This design comes from an exercise in tuning for small area, a short achievable clock period and few clock cycles per item on the open sky130 flow, not from production work. In this exercise RTL edits were held to simulation tests only and were not proved equivalent to the original.

## exp/xenon
// tk_sha512
module tk_sha512 (
    input  wire         clk,
    input  wire         rst,         
    input  wire         in_valid,
    output wire         in_ready,
    input  wire [63:0]  in_data,
    input  wire         in_first,
    output reg          out_valid,
    output wire [511:0] digest
);
    localparam [63:0] IV0 = 64'h6a09e667f3bcc908,
                      IV1 = 64'hbb67ae8584caa73b,
                      IV2 = 64'h3c6ef372fe94f82b,
                      IV3 = 64'ha54ff53a5f1d36f1,
                      IV4 = 64'h510e527fade682d1,
                      IV5 = 64'h9b05688c2b3e6c1f,
                      IV6 = 64'h1f83d9abfb41bd6b,
                      IV7 = 64'h5be0cd19137e2179;
    reg        run;           
    reg        fin;           
    reg        hw0;           
    reg        first_n;       
    reg        first_c;       
    reg [6:0]  t;             
    reg [6:0]  tk;            
    reg [6:0]  tn;            
    reg [63:0] kc;            
    reg [63:0] r0, r1, r2, r3, q0, q1, q2, q3;
    reg [63:0] a, b, c, d, e, f, g, h;
    reg [63:0] s1r, chr;
    reg [63:0] p;
    reg [1023:0] wv;
    assign digest = {r3, r2, r1, r0, q3, q2, q1, q0};
    wire t_le13 = (t <= 7'd13);
    wire t_79   = (t == 7'd79);
    wire idle   = !run && !fin;
    wire pre    = (fin || idle) && hw0;       
    assign in_ready = (run && (t_le13 || t_79)) || fin || idle;
    wire accept = in_valid && in_ready;
    wire take_w0 = accept && !pre && !(run && t_le13);   
    wire start  = accept && pre;              
    wire adv    = run && (!t_le13 || in_valid);
    wire sched  = run && (t >= 7'd14) && (t <= 7'd77);
    wire ring   = (run && (t >= 7'd77)) || fin;
    wire ld_iv  = pre && first_n;
    function [63:0] sk_add(input [63:0] x, input [63:0] y);
        reg [63:0] gg, pp, g2, p2;
        integer i, l;
        begin
            gg = x & y;
            pp = x ^ y;
            for (l = 0; l < 6; l = l + 1) begin
                g2 = gg; p2 = pp;
                for (i = 0; i < 64; i = i + 1)
                    if (i & (1 << l)) begin
  ...
For scale: about 10000 cells after synthesis, roughly 2300 flip-flops, roughly 0.12 mm2 of cells after synthesis.
==> flow/config.mk <==
export PLATFORM = sky130hd
export DESIGN_NAME = tk_sha512
export DESIGN_NICKNAME = tk_sha512
export VERILOG_FILES = /design/flow/design.v
export SDC_FILE = /design/flow/constraint.sdc
export NUM_CORES = 4
export LEC_CHECK = 0
export CAP_MARGIN = 20
export CORE_MARGIN = 2
export CORE_UTILIZATION = 50
export PLACE_DENSITY = 0.65
export SETUP_SLACK_MARGIN = 5
export SLEW_MARGIN = 20
export SYNTH_MEMORY_MAX_BITS = 16384
==> flow/constraint.sdc <==
create_clock -name core_clock -period 10.0 [get_ports {clk}]
set_input_delay 2.0000 -clock core_clock [delete_from_list [all_inputs] [get_ports {clk}]]
set_output_delay 2.0000 -clock core_clock [all_outputs]
set_load 0.01 [all_outputs]
run.sh (not shown) runs the stock make flow with config.mk's settings and CLKGATE_MAP_FILE= SYNTH_SCRIPT=/design/flow/synth_recipe.tcl, a recipe that flattens the netlist after the stock synthesis.
exp/xenon has completed all stages; timing, DRC and antenna checks passed.
Testbench counts of exp/xenon, summed over its fixed seeds: cycles 31,128, blocks 384.
## Diff of input files: exp/raven against exp/xenon
- putting TNS_END_PERCENT at 20 where nothing was set
### Flow results
- Worst slack after detailed placement | exp/raven above exp/xenon
- Capture point of the worst path = a[45]: exp/xenon; capture point of the worst path = s1r[23]: exp/raven
- Per the comparison of exp/raven with exp/xenon, met3 layer wire length in the routed design went down; final instance area decreased 0.70%; combined area of the multi-input logic cells went down by about 1.5%.
- Compared with exp/xenon, exp/raven shows critical path depth lower by 14.
- [diff] worst setup slack, exp/raven relative to exp/xenon: regression
- Against exp/xenon, exp/raven reports a non-clock buffer count that is lower.

## v6
tk_sha512, a different RTL version from the one above (not shown whole).
Size in the first run: about 10000 cells after synthesis, ~2400 flip-flops, about 580 I/O pins, ~120000 um2 of cells after synthesis.
Settings: LEC_CHECK=0, CAP_MARGIN=20, CORE_MARGIN=2, CORE_UTILIZATION=50, CTS_CLUSTER_DIAMETER=100, CTS_CLUSTER_SIZE=20, PLACE_DENSITY=0.65, SETUP_SLACK_MARGIN=5, SLEW_MARGIN=20, SYNTH_MEMORY_MAX_BITS=16384; clock period 10.0 ns.
Testbench counts of v6, summed over its fixed seeds: cycles 31,136, blocks 384.
Setup changes, v6 to v7
Settings: SETUP_SLACK_MARGIN: 5 -> 4.7.
Notes after the runs:
- Summary of v7 over v6: clock-buffer cell count now larger.
- Status for v7 and v6: clean finish in v6 only
- Xor/xnor cell area share of the yosys netlist came out exactly the same in v7 and v6.
- Relative to v6, relative area of non-clock buffer cells in the final design has gone down in v7.
- Diff v6..v7 | die outline height | negligible
- v6 and v7 ended up with roughly the same placed standard-cell area.
- Going from v6 to v7, number of buffer and inverter stages on the critical path higher, first-pass GRT wire length saw a decrease.

port drivers added, routing unchanged:
In the flow no input, the clock included, has a driving cell. The finished layouts below were timed again as built, in two steps. Step 1: set_driving_cell puts a clkbuf_16 on clk and a buf_2 on each other input, an assumption about the parent block. Step 2 adds t to the input delays and takes it off the output delays; t is the mean of the earliest and latest rising clock arrival at the registers after step 1. Input paths then give back, and output paths get back, about the clock's delay inside the block. a / b / c = ideal / step 1 / step 2; a / b = the first two.
| run | t, ns | setup WS [ns] | clock arrival spread, ns | cell pins on the clock port's net |
|---|---|---|---|---|
| exp/xenon | 1.005 | 4.832 / 4.832 / 4.014 | 0.139 / 0.140 | 1 |
| exp/raven | 1.004 | 4.686 / 4.761 / 3.757 | 0.125 / 0.124 | 1 |
| v6 | 0.956 | 4.760 / 4.760 / 4.760 | 0.061 / 0.061 | 1 |
| v7 | 0.952 | 4.656 / 4.656 / 4.656 | 0.084 / 0.084 | 1 |
For exp/raven, which loses most, drivers alone change the setup slack by +0.075 ns; drivers and shift together by -0.929 ns.
